From an optimization exercise on the open Yosys and OpenROAD flow, aimed at small area; shortcuts taken in it are not production practice.
At most, simulation tests tie the RTL to the original design; equivalence was not proved.

==> run F <==
## vb_sense
module vb_sense (
    input  wire         clk,
    input  wire         rst,
    input  wire         enable,
    input  wire         tick,
    input  wire [5:0]   s_ls,
    input  wire         s_hs,
    input  wire         hs_en,
    input  wire [95:0]  sense_fs,
    input  wire [95:0]  i_oc,
    input  wire [15:0]  hs_fs,
    input  wire [15:0]  bank_oc,
    output wire [48:0]  f_code,
    output wire [5:0]   oc_fault,
    output wire         bank_oc_fault,
    output reg          meas_valid,
    output wire [101:0] meas_x
);
Settings: LEC_CHECK=0, CAP_MARGIN=20, CORE_MARGIN=2, CORE_UTILIZATION=40, PLACE_DENSITY=0.6, SLEW_MARGIN=20; clock period 15.0 ns.
standard.sh (not shown) runs the stock make flow with config.mk's settings and CLKGATE_MAP_FILE= SYNTH_SCRIPT=/design/flow/synth_recipe.tcl, a recipe that flattens the netlist after the stock synthesis.
==> flow/flow/run.sh <==
#!/bin/bash
# The standard layout (standard.sh) with two changes: the ports are
# buffered by the smallest buffer (sky130_fd_sc_hd__buf_1), and clock tree
# synthesis uses larger sink clusters and no dummy loads.
# make's output goes to flow_make.log; each ORFS step logs under orfs/logs.
set -euo pipefail
bash standard.sh \
  "BUFFER_PORTS_ARGS=-buffer_cell sky130_fd_sc_hd__buf_1" \
  "CTS_ARGS=-sink_clustering_enable -repair_clock_nets -sink_clustering_size 35 -sink_clustering_max_diameter 80 -dont_use_dummy_load" \
  finish > flow_make.log 2>&1
==> run B (differences from run F) <==
--- a/flow/design.v
+++ b/flow/design.v
@@ -287,15 +287,15 @@
     endfunction
     wire       clr  = rst | ~enable;
     wire       inst = tick & enable & ~rst;
     wire [6:0] bits = {s_hs, s_ls};
     integer n;
     genvar  c;
     reg         fresh;                 
-    reg  [4:0]  q    [0:6];            
+    reg  [4:0]  qn   [0:6];            
     reg  [6:0]  qz;                    
     reg  [6:0]  prev_hit;
     reg  [6:0]  sticky;
     wire [6:0]  hit;
     always @(posedge clk) begin
         if (clr)       fresh <= 1'b1;
         else if (inst) fresh <= 1'b0;
@@ -309,15 +309,15 @@
             always @(posedge clk) begin
                 if (clr)       h[14:1] <= 14'd0;
                 else if (inst) h[14:1] <= {h[13:1], h0};
                 if (inst)      h[0] <= bits[c];
             end
             assign f_code[7*c +: 7] = f;
             wire        ge;
-            vbs_rca #(6) u_c (.a({f[6], f[4:0]}), .b(~{1'b0, q[c]}), .ci(qz[c]), .s(), .co(ge));
+            vbs_rca #(6) u_c (.a({f[6], f[4:0]}), .b({1'b1, qn[c]}), .ci(qz[c]), .s(), .co(ge));
             assign hit[c] = (f[6] | f[5]) & ge;
         end
     endgenerate
     assign oc_fault      = sticky[5:0] | (hit[5:0] & prev_hit[5:0]);
     assign bank_oc_fault = sticky[6]   | (hit[6] & prev_hit[6]);
     always @(posedge clk) begin
         if (clr) begin
@@ -366,15 +366,15 @@
         end else begin
             dph  <= dph + 2'd1;
         end
         rem <= r2;
         qq  <= (dph == 2'd0) ? {2'b00, qa, qb} : {qq[1:0], qa, qb};
         for (n = 0; n < 7; n = n + 1)
             if (dph == 2'd2 && dsel[n]) begin
-                q[n]  <= {qq, qa};
+                qn[n] <= ~{qq, qa};
                 qz[n] <= (r1 == 16'd0);
             end
     end
     reg  [5:0]  pos;                   
     reg  [1:0]  blk;                   
     reg  [1:0]  ph;                    
     reg  [2:0]  fl;                    
@@ -432,36 +432,36 @@
             vbs_rca #(18) u_r (.a(base), .b({6'd0, wadd}), .ci(1'b0), .s(sum), .co(sco));
             always @(posedge clk) begin
                 r0q <= sum;
                 r1q <= r0q;
                 r2q <= r1q;
                 if (capv)
                     v <= {~sco & ~sum[17], ~sum[17], sum[16:0]};
-                else if (cact && csel[c] && clast)
+                else if (c < 5 && cact && csel[c] && clast)
                     v[16:0] <= ms[18:2];
                 if (dec) fsr <= sense_fs[16*c +: 16];
                 else     fsr <= {fsr[0], fsr[15:1]};
             end
             assign vsel[c] = csel[c] ? v : 19'd0;
             assign msel[c] = csel[c] & fsr[13];
-            assign meas_x[17*c +: 17] = v[16:0];
+            assign meas_x[17*c +: 17] = (c < 5) ? v[16:0] : ms[18:2];
         end
     endgenerate
     assign mv = vsel[0] | vsel[1] | vsel[2] | vsel[3] | vsel[4] | vsel[5];
     assign mm = |msel;
     assign u_in = cfirst ? {1'b0, mv[18], 16'd0} : u;
     vbs_rca #(19) u_m (.a({u_in[17], u_in}), .b(mm ? mv : 19'd0), .ci(mv[18]),
                        .s(ms), .co());
     always @(posedge clk) begin
         u <= ms[18:1];
         if (rst) begin
             cact       <= 1'b0;
             meas_valid <= 1'b0;
         end else begin
-            meas_valid <= cact & clast & csel[5];
+            meas_valid <= cact & (cstep == 4'd14) & csel[5];
             if (dl[2]) begin
                 cact  <= 1'b1;
                 csel  <= 6'd1;
                 cstep <= 4'd0;
             end else if (cact) begin
                 cstep <= cstep + 4'd1;
                 if (clast) begin
==> flow/flow/run.sh (replaced) <==
#!/bin/bash
# The standard layout (standard.sh) with three changes:
#  - synthesis is synth_recipe.tcl with two changes to its combinational
#    logic optimisation, made by flow_synth.tcl written below: yosys synth
#    skips its generic abc pass (-noabc; the -nofsm -noshare of synth_recipe.tcl
#    stay), so the explicit full-adder chains of the RTL reach extract_fa
#    unchanged, and the technology-mapping abc call uses flow/area.script,
#    a deeper ABC script. Registers are mapped before abc and are untouched.
#  - the ports are buffered by the smallest buffer (sky130_fd_sc_hd__buf_1);
#  - clock tree synthesis uses larger sink clusters and no dummy loads.
# make's output goes to flow_make.log; each ORFS step logs under orfs/logs.
set -euo pipefail
WORK=$(pwd)
export VBS_ABC_SCRIPT=$WORK/flow/area.script
{
  cat <<'T'
proc abc {args} {
  set i [lsearch -exact $args -script]
  if {$i >= 0} { lset args [expr {$i + 1}] $::env(VBS_ABC_SCRIPT) }
  yosys abc {*}$args
}
T
  sed 's/yosys synth -nofsm -noshare {\*}\$args/yosys synth -nofsm -noshare -noabc {*}$args/' synth_recipe.tcl
} > flow_synth.tcl
grep -q -- '-noabc' flow_synth.tcl
bash standard.sh \
  "SYNTH_SCRIPT=$WORK/flow_synth.tcl" \
  "REMOVE_ABC_BUFFERS=1" \
  "BUFFER_PORTS_ARGS=-buffer_cell sky130_fd_sc_hd__buf_1" \
  "CTS_ARGS=-sink_clustering_enable -repair_clock_nets -sink_clustering_size 30 -sink_clustering_max_diameter 80 -dont_use_dummy_load" \
  finish > flow_make.log 2>&1
==> flow/flow/area.script (new file) <==
&get -n
&st
&deepsyn -T 20
&dch -f
&nf -R 1000
&st
&syn2
&dch -f
&nf -R 1000
&put
topo
Settings changed: CORE_UTILIZATION 40 to 55, GPL_TIMING_DRIVEN from default to 0, PLACE_DENSITY 0.6 to 0.7, SETUP_SLACK_MARGIN from default to 0.3.
==> run_results.csv <==
group,metric,value,unit
final_layout,multi_input_area,15300,sq um
power_and_ir_drop,peakVddDrop,92.8,uV
placement,placed_area,36700,sq um
run_status,outcome,"timing/DRC/antenna clean",
power_and_ir_drop,leakagePower,15.5,nW
yosys,ys_seq_area_frac,0.490,
drt,wirelength,93.9,mm
final_layout,nonClkBufAreaFrac,0.0503,
die,die_w,301,um
clock_network,cts.repair.resized,0,
final_layout,nNonClkInverters,255,
die,initial_utilization,0.405,
yosys,avgSynthCellArea,10.7,sq um
sta,finClkSkew,151,ps
critical_path,critical_path.endpoint,"rem[8]",
die,num_tap_cells,1155,
sta,worst_pin_slew,1020,ps
sta,layout_setup_ws,160,ps
final_layout,area_delta_synth_final,7.55,%
yosys,yosysTopAreaCellShare,0.342,
power_and_ir_drop,power_sequential,2.45,mW
clock_network,clkLatencyLatePin,660,ps
# the run above: run F

==> run_results.csv <==
group,metric,value,unit
final_layout,area_delta_synth_final,9.33,%
die,num_tap_cells,773,
yosys,ys_seq_area_frac,0.531,
sta,worst_pin_slew,1110,ps
yosys,avgSynthCellArea,11.9,sq um
clock_network,cts.repair.resized,37,
yosys,yosysTopAreaCellShare,0.371,
run_status,outcome,"timing/DRC/antenna clean",
die,initial_utilization,0.553,
power_and_ir_drop,leakagePower,14.6,nW
critical_path,critical_path.endpoint,"rem[5]",
placement,placed_area,34300,sq um
# the run above: run B

Only the layout flow was run in run F; the RTL was not checked for function there.

-- separate check: timing with driven ports --
The results above use ideal ports. As a check the final layouts listed here were re-extracted and re-timed, cells and wires unchanged. Step 1, drivers: a clkbuf_16 drives clk and a buf_2 each remaining input, both assumed. Step 2 times the ports against the registers' clock, not the clock port: input delays grow and output delays shrink by t, the midpoint of the rising clock arrivals with the driver on. Three values: no drivers, after step 1, after step 2; two values: the first two.
run | t, ns | setup slack, ns | hold WS [ns] | worst setup path at the end
run F | 0.652 | 0.160 / 0.198 / -0.454 | 0.309 / 0.309 / 0.309 | input to register
run B | 0.612 | 0.404 / 0.434 / -0.178 | 0.296 / 0.296 / 0.296 | input to register
With both steps, setup timing fails in run F and run B, where it was met with ideal ports. For run F, which loses most, drivers alone change the setup slack by +0.038 ns; drivers and shift together by -0.614 ns.
